Source: an optimization exercise on an open RTL-to-GDS flow (aim: small area, a short achievable clock period and few clock cycles per item). Production flows keep margins and buffers that such runs may drop. In this exercise RTL edits were held to simulation tests only and were not proved equivalent to the original. Power and IR drop assume default switching activity.

==> inputs of pepper <==
## cap_meas
module cap_meas (
    input  wire               clk,
    input  wire               rst,
    input  wire               start,
    input  wire signed [13:0] top,
    input  wire signed [13:0] base,
    output wire               ready,
    input  wire               in_valid,
    input  wire               in_last,
    input  wire signed [13:0] in_code,
    output reg                done,
    output reg  signed [13:0] res_min,
    output reg  signed [13:0] res_max,
    output wire signed [31:0] res_mean,
    output wire        [31:0] res_rms,
    output wire        [31:0] res_period,
    output wire        [47:0] res_freq,
    output wire        [14:0] res_ampl,
    output wire        [31:0] res_rise,
    output wire        [31:0] res_fall,
    output wire        [31:0] res_over,
    output reg         [9:0]  res_none
);
Settings: LEC_CHECK=0, CAP_MARGIN=20, CORE_MARGIN=2, CORE_UTILIZATION=68, SLEW_MARGIN=20; clock period 14.0 ns.
standard.sh (not shown) runs the stock make flow with config.mk's settings and CLKGATE_MAP_FILE= SYNTH_SCRIPT=/design/flow/synth_recipe.tcl, a recipe that flattens the netlist after the stock synthesis.
==> flow/flow/run.sh <==
#!/bin/bash
# The standard layout, with timing repair aimed past the 14 ns clock
# (ORFS's documented SETUP_SLACK_MARGIN sweep) and sizing not limited to
# same-footprint cells, so repair_timing keeps improving the critical
# paths. The SDC, clock and everything else are the standard flow's.
set -euo pipefail
bash standard.sh SETUP_SLACK_MARGIN=9.9 MATCH_CELL_FOOTPRINT=0 finish > standard.log 2>&1
==> inputs of harbor, as changes to pepper <==
--- a/flow/config.mk
+++ b/flow/config.mk
@@ -5,7 +5,7 @@
 export SDC_FILE = /design/flow/constraint.sdc
 export NUM_CORES = 4
 export LEC_CHECK = 0
 export CAP_MARGIN = 20
 export CORE_MARGIN = 2
-export CORE_UTILIZATION = 68
+export CORE_UTILIZATION = 55
 export SLEW_MARGIN = 20
==> inputs of willow, as changes to pepper <==
--- a/flow/design.v
+++ b/flow/design.v
@@ -13,11 +13,11 @@
     output reg  signed [13:0] res_max,
     output wire signed [31:0] res_mean,
     output wire        [31:0] res_rms,
     output wire        [31:0] res_period,
     output wire        [47:0] res_freq,
-    output wire        [14:0] res_ampl,
+    output reg         [14:0] res_ampl,
     output wire        [31:0] res_rise,
     output wire        [31:0] res_fall,
     output wire        [31:0] res_over,
     output reg         [9:0]  res_none
 );
@@ -42,44 +42,37 @@
         x1r <= x0r;
         x2r <= x1r;
         xA  <= x2r;
         xB  <= xA;
     end
+    wire vA = pv[3];
     wire vB = pv[4];
     wire lB = pl[4];
     reg signed [13:0] top_r, base_r;
     always @(posedge clk)
         if (take) begin
             top_r  <= top;
             base_r <= base;
         end
     reg signed [14:0] l1_d;
-    always @(posedge clk)
+    reg        [15:0] l1_u;
+    always @(posedge clk) begin
         l1_d <= top_r - base_r;
-    wire [21:0] dx = {{7{l1_d[14]}}, l1_d};
-    function [43:0] csa;          
-        input [21:0] a, b, c;
-        begin
-            csa[43:22] = a ^ b ^ c;
-            csa[21:0]  = ((a & b) | (a & c) | (b & c)) << 1;
-        end
-    endfunction
-    wire [43:0] b_1 = csa(dx, dx << 1, dx << 4);
-    wire [43:0] b_2 = csa(b_1[43:22], b_1[21:0], dx << 5);
-    wire [43:0] b_3 = csa(b_2[43:22], b_2[21:0], 22'd836145);
-    reg  [21:0] l2_b;
+        l1_u <= top_r - base_r + 16'sd16395;
+    end
+    reg [21:0] l2_b;
+    wire [21:0] b_0 = {6'd0, l1_u};
+    wire [21:0] b_1 = {5'd0, l1_u, 1'b0};
+    wire [21:0] b_4 = {2'd0, l1_u, 4'd0};
+    wire [21:0] b_5 = {1'd0, l1_u, 5'd0};
+    wire [21:0] b_s1 = b_0 ^ b_1 ^ b_4;
+    wire [21:0] b_c1 = ((b_0 & b_1) | (b_0 & b_4) | (b_1 & b_4)) << 1;
+    wire [21:0] b_s2 = b_s1 ^ b_c1 ^ b_5;
+    wire [21:0] b_c2 = ((b_s1 & b_c1) | (b_s1 & b_5) | (b_c1 & b_5)) << 1;
     always @(posedge clk)
-        l2_b <= b_3[43:22] + b_3[21:0];
-    wire [31:0] p_a = {l2_b, 10'd0};
-    wire [31:0] p_b = {8'd0, l2_b, 2'b00};
-    wire [31:0] p_c = {{17{l1_d[14]}}, l1_d};
-    wire [31:0] p_s1 = p_a ^ p_b ^ p_c;
-    wire [31:0] p_c1 = ((p_a & p_b) | (p_a & p_c) | (p_b & p_c)) << 1;
-    wire [31:0] p_k  = 32'd16395;
-    wire [31:0] p_s2 = p_s1 ^ p_c1 ^ p_k;
-    wire [31:0] p_c2 = ((p_s1 & p_c1) | (p_s1 & p_k) | (p_c1 & p_k)) << 1;
-    wire [31:0] p10 = p_s2 + p_c2;
+        l2_b <= b_s2 + b_c2;
+    wire [31:0] p10 = {l2_b[21:0], 10'd0} + {8'd0, l2_b, 2'b00} + {16'd0, l1_u};
     reg  [11:0] l3_q;             
     reg         l3_nz;            
     always @(posedge clk) begin
         l3_q  <= p10[30:19];
         l3_nz <= |p10[18:15];
@@ -95,12 +88,11 @@
         v_high <= top_r - $signed({4'd0, l3_q}) + 16'sd1640 - $signed({15'd0, l3_nz});
         hc     <= h_w[9:1] + {8'd0, h_w[0]};
         hcm1   <= h_w[9:1] + {8'd0, h_w[0]} - 10'd1;
         d_pos  <= (l1_d > 15'sd0);
     end
-    reg               ge_l, le_l, ge_m, le_m, ge_h, le_h;    
-    reg               ab_l, ab_m, ab_h;                      
+    reg signed [15:0] e_low, e_mid, e_high;
     reg        [26:0] sqS, sqC;
     wire s13 = xA[13];
     wire [12:0] y = xA[12:0] ^ {13{s13}};
     wire cs1 = (y[0] & y[9]) ^ (y[1] & y[8]);
     wire cs2 = (y[0] & y[9]) & (y[1] & y[8]);
@@ -258,36 +250,30 @@
     wire cs154 = cs110 & (y[10] & y[12]);
     wire cs155 = (y[11] & y[12]) ^ y[12];
     wire cs156 = (y[11] & y[12]) & y[12];
     wire [26:0] sq_s = {1'b0, cs156, cs154, cs152, cs150, cs148, cs146, cs144, cs142, cs140, cs138, cs136, cs134, cs132, cs130, cs128, cs126, cs124, cs122, cs120, cs118, cs116, cs114, cs112, cs111, (s13 & y[0]), y[0]};
     wire [26:0] sq_c = {1'b0, 1'b0, cs155, cs153, cs151, cs149, cs147, cs145, cs143, cs141, cs139, cs137, cs135, cs133, cs131, cs129, cs127, cs125, cs123, cs121, cs119, cs117, cs115, cs113, (s13 & y[1]), 1'b0, s13};
+    always @(posedge clk) begin
+        e_low  <= xA - v_low;
+        e_mid  <= xA - v_mid;
+        e_high <= xA - v_high;
+        sqS    <= sq_s;
+        sqC    <= sq_c;
+    end
     function ge_hc;
         input [15:0] e;
         input [9:0]  t;
         ge_hc = ~e[15] & ((|e[14:10]) | (e[9:0] >= t));
     endfunction
     function le_hc;
         input [15:0] e;
         input [9:0]  t;
         le_hc = e[15] & ((|(~e[14:10])) | ((~e[9:0]) >= t));
     endfunction
-    wire signed [15:0] e_low  = xA - v_low;
-    wire signed [15:0] e_mid  = xA - v_mid;
-    wire signed [15:0] e_high = xA - v_high;
-    always @(posedge clk) begin
-        ge_l <= ge_hc(e_low,  hc);
-        le_l <= le_hc(e_low,  hcm1);
-        ge_m <= ge_hc(e_mid,  hc);
-        le_m <= le_hc(e_mid,  hcm1);
-        ge_h <= ge_hc(e_high, hc);
-        le_h <= le_hc(e_high, hcm1);
-        ab_l <= ~e_low[15];
-        ab_m <= ~e_mid[15];
-        ab_h <= ~e_high[15];
-        sqS    <= sq_s;
-        sqC    <= sq_c;
-    end
+    wire ge_l = ge_hc(e_low,  hc), le_l = le_hc(e_low,  hcm1);
+    wire ge_m = ge_hc(e_mid,  hc), le_m = le_hc(e_mid,  hcm1);
+    wire ge_h = ge_hc(e_high, hc), le_h = le_hc(e_high, hcm1);
     reg s_low, s_mid, s_high;
     wire ev   = vB & ~first;
     wire r_l  = ev & ~s_low  & ge_l;
     wire f_l  = ev &  s_low  & le_l;
     wire r_m  = ev & ~s_mid  & ge_m;
@@ -382,22 +368,23 @@
     reg         pld;              
     reg  [5:0]  pit;
     reg  [23:0] R;
     reg  [23:0] DV;
     reg  [47:0] NS;               
+    reg  [29:0] so_c;             
     reg  [14:0] u_c;              
+    reg  [13:0] d_c;              
+    reg  [13:0] df_c;             
     reg         per_ok, ov_ok;
     reg  [29:0] mq;               
     reg  [29:0] root;             
     reg  [31:0] srem;
     reg  [1:0]  qpair;
     reg         sq_go;
     reg  [15:0] mcar;             
     reg  [23:0] per_r;            
     reg  [29:0] ovr_r;            
-    reg  [2:0]  tsel;             
-    reg         r_ok_c, f_ok_c;
     reg  [23:0] rise_r, fall_r;
     wire fr_ok  = (~need_m | (sfd[0] & sfd[1])) &
                   (~need_r | (sfd[2] & sfd[3])) &
                   (~need_f | (sfd[4] & sfd[5]));
     reg  hand_r;
@@ -411,15 +398,13 @@
             x = {kp, fp[7:0]} - {kn, fn[7:0]};
             c = {1'b0, fp[8]} - {1'b0, fn[8]};
             tdiff = x + {{14{c[1]}}, c, 8'd0};
         end
     endfunction
-    wire [15:0] td_kp = ({16{tsel[0]}} & sk[1]) | ({16{tsel[1]}} & sk[3]) | ({16{tsel[2]}} & sk[5]);
-    wire [15:0] td_kn = ({16{tsel[0]}} & sk[0]) | ({16{tsel[1]}} & sk[2]) | ({16{tsel[2]}} & sk[4]);
-    wire [8:0]  td_fp = ({9{tsel[0]}} & sa[1][8:0]) | ({9{tsel[1]}} & sa[3][8:0]) | ({9{tsel[2]}} & sa[5][8:0]);
-    wire [8:0]  td_fn = ({9{tsel[0]}} & sa[0][8:0]) | ({9{tsel[1]}} & sa[2][8:0]) | ({9{tsel[2]}} & sa[4][8:0]);
-    wire [23:0] td_w  = tdiff(td_kp, td_kn, td_fp, td_fn);
+    wire [23:0] span_w = tdiff(sk[1], sk[0], sa[1][8:0], sa[0][8:0]);
+    wire [23:0] rise_w = tdiff(sk[3], sk[2], sa[3][8:0], sa[2][8:0]);
+    wire [23:0] fall_w = tdiff(sk[5], sk[4], sa[5][8:0], sa[4][8:0]);
     wire [26:0] sq_x  = ss_lo ^ sqS ^ sqC;
     wire [26:0] sq_m  = (ss_lo & sqS) | (ss_lo & sqC) | (sqS & sqC);
     wire [27:0] sq_acc = {1'b0, sq_x} + {sq_m, 1'b0};
     wire [16:0] so_acc = {1'b0, so_lo} + {3'd0, ~xB[13], xB[12:0]};
     always @(posedge clk) begin
@@ -484,13 +469,13 @@
             {so_cy, so_lo} <= so_acc;
             {ss_cy, ss_lo} <= sq_acc;
             if (xB < mn) mn <= xB;
             if (xB > mx) mx <= xB;
             if (first) begin
-                s_low  <= ab_l;
-                s_mid  <= ab_m;
-                s_high <= ab_h;
+                s_low  <= ~e_low[15];
+                s_mid  <= ~e_mid[15];
+                s_high <= ~e_high[15];
             end else begin
                 if (r_l) s_low  <= 1'b1;
                 if (f_l) s_low  <= 1'b0;
                 if (r_m) s_mid  <= 1'b1;
                 if (f_m) s_mid  <= 1'b0;
@@ -549,34 +534,32 @@
     wire [23:0] R_n  = qbit ? dsub[23:0] : {R[22:0], NS[47]};
     wire [32:0] strial = {srem[30:0], qpair} - {1'b0, root, 2'b01};
     reg         cbit;             
     wire [15:0] msum = mcar + (cbit ? {1'b0, u_c} : 16'd0);
     wire [24:0] spanp = {1'b0, per_r} + {11'd0, u_c[14:1]};
-    wire [14:0] ampl_w = res_max - res_min;
     always @(posedge clk) begin
         done   <= 1'b0;
         hand_r <= hand;
-        tsel   <= {tsel[1:0], hand};
-        if (tsel[1]) rise_r <= r_ok_c ? td_w : 24'd0;
-        if (tsel[2]) fall_r <= f_ok_c ? td_w : 24'd0;
         begin
             if (hand_r) begin
                 pst     <= P_MSQ;
                 pit     <= 6'd0;
                 R       <= {9'd0, sumsq[41:27]};
                 NS      <= {sumsq[26:0], 21'd0};
                 DV      <= {8'd0, cnt};
-                mq      <= sum_o;
+                so_c    <= sum_o;
                 u_c     <= mcnt[14:0] - 15'd1;
-                ovr_r   <= {mx[13:0] - top_r[13:0], l1_d[13:0], 2'b00};
-                r_ok_c  <= need_r;
-                f_ok_c  <= need_f;
+                d_c     <= l1_d[13:0];
+                df_c    <= mx - top_r;
                 per_ok  <= need_m;
                 ov_ok   <= d_pos & (mx > top_r);
                 res_min <= mn;
                 res_max <= mx;
-                per_r   <= td_w;
+                res_ampl <= mx - mn;
+                rise_r  <= need_r ? rise_w : 24'd0;
+                fall_r  <= need_f ? fall_w : 24'd0;
+                per_r   <= span_w;
                 res_none <= {~d_pos, ~need_f, ~need_r, 1'b0, ~need_m, ~need_m, 4'b0000};
                 root    <= 30'd0;
                 srem    <= 32'd0;
                 qpair   <= 2'b00;
                 sq_go   <= 1'b0;
@@ -596,12 +579,12 @@
                     P_MEAN: begin
                         sq_go <= 1'b0;
                         if (pld) begin
                             pld <= 1'b0;
                             pit <= 6'd0;
-                            R   <= {8'd0, mq[29:14]};
-                            NS  <= {mq[13:0], 1'b0, DV[15:1], 18'd0};
+                            R   <= {8'd0, so_c[29:14]};
+                            NS  <= {so_c[13:0], 1'b0, DV[15:1], 18'd0};
                         end else begin
                             pit <= pit + 6'd1;
                             R   <= R_n;
                             NS  <= {NS[46:0], 1'b0};
                             mq  <= {mq[28:0], qbit};
@@ -614,12 +597,12 @@
                     P_OVER: begin
                         if (pld) begin
                             pld <= 1'b0;
                             pit <= 6'd0;
                             R   <= 24'd0;
-                            NS  <= {ovr_r[29:16], 3'd0, ovr_r[15:3], 18'd0};
-                            DV  <= {10'd0, ovr_r[15:2]};
+                            NS  <= {df_c, 3'd0, d_c[13:1], 18'd0};
+                            DV  <= {10'd0, d_c};
                             if (!ov_ok) begin
                                 ovr_r <= 30'd0;
                                 pst   <= P_PER;
                                 pld   <= 1'b1;
                             end
@@ -642,11 +625,10 @@
                             NS  <= {spanp, 23'd0};
                             DV  <= {9'd0, u_c};
                             if (!per_ok) begin
                                 per_r <= 24'd0;
                                 NS    <= 48'd0;
-                                R     <= {9'd0, ampl_w};
                                 pst   <= P_IDLE;
                                 done  <= 1'b1;
                             end
                         end else begin
                             pit <= pit + 6'd1;
@@ -683,11 +665,10 @@
                         R   <= R_n;
                         NS  <= {NS[46:0], qbit};
                         if (pit == 6'd47) begin
                             pst  <= P_IDLE;
                             done <= 1'b1;
-                            R    <= {9'd0, ampl_w};
                         end
                     end
                     default: ;
                 endcase
             end
@@ -704,17 +685,15 @@
         if (rst) begin
             pst    <= P_IDLE;
             sq_go  <= 1'b0;
             done   <= 1'b0;
             hand_r <= 1'b0;
-            tsel   <= 3'd0;
         end
     end
     assign res_mean   = {{3{~mq[29]}}, mq[28:0]};
     assign res_rms    = {2'b00, root};
     assign res_period = {8'd0, per_r};
     assign res_freq   = NS;
     assign res_rise   = {8'd0, rise_r};
     assign res_fall   = {8'd0, fall_r};
     assign res_over   = {2'b00, ovr_r};
-    assign res_ampl   = R[14:0];
 endmodule
==> flow/flow/run.sh (replaced) <==
#!/bin/bash
set -euo pipefail
export SETUP_SLACK_MARGIN=${SETUP_SLACK_MARGIN_OVERRIDE:-9.4}
bash standard.sh > standard.log 2>&1
--- a/flow/config.mk
+++ b/flow/config.mk
@@ -5,7 +5,7 @@
 export SDC_FILE = /design/flow/constraint.sdc
 export NUM_CORES = 4
 export LEC_CHECK = 0
 export CAP_MARGIN = 20
 export CORE_MARGIN = 2
-export CORE_UTILIZATION = 68
+export CORE_UTILIZATION = 40
 export SLEW_MARGIN = 20
==> comparison <==
The highest core utilization belongs to pepper, the lowest to willow.
Between pepper and willow, the lower sequential cell count is in pepper (gap 124).
Non-clock buffer count, highest first: harbor, pepper, willow.
Of pepper and harbor, pepper has the higher first-iteration DRC count (gap 18%, measured against harbor).
Between harbor and pepper, the lower die area is in pepper (gap about 23%, measured against pepper).
Between harbor and pepper, the lower final cell count is in pepper (gap 3.9%, measured against pepper).
Between willow and harbor, the lower sequential power is in harbor (gap about 16%, measured against harbor).
Testbench counts of pepper, summed over its fixed seeds: cycles 144,143, records 256.
Testbench counts of harbor, summed over its fixed seeds: cycles 144,143, records 256.
Testbench counts of willow, summed over its fixed seeds: cycles 144,143, records 256.

static timing again, ports no longer ideal:
Ports are ideal in the flow. The routed layouts listed here were re-timed in OpenROAD. Step 1 assumes that a clkbuf_16 drives the clock port and a buf_2 every other input. Step 2 times the ports against the registers' clock, not the clock port: input delays grow and output delays shrink by t, the midpoint of the rising clock arrivals with the driver on. Slacks: ideal ports / drivers / drivers and shift; pairs: ideal ports / drivers.
run | t, ns | setup slack, ns | hold slack, ns
pepper | 0.810 | 9.664 / 9.586 / 9.470 | 0.326 / 0.326 / 0.326
harbor | 0.827 | 9.615 / 9.532 / 9.220 | 0.323 / 0.323 / 0.323
willow | 0.868 | 9.421 / 9.337 / 9.282 | 0.320 / 0.320 / 0.320
After both steps setup and hold are still met in every run listed. For harbor, which loses most, drivers alone change the setup slack by -0.083 ns; drivers and shift together by -0.395 ns.
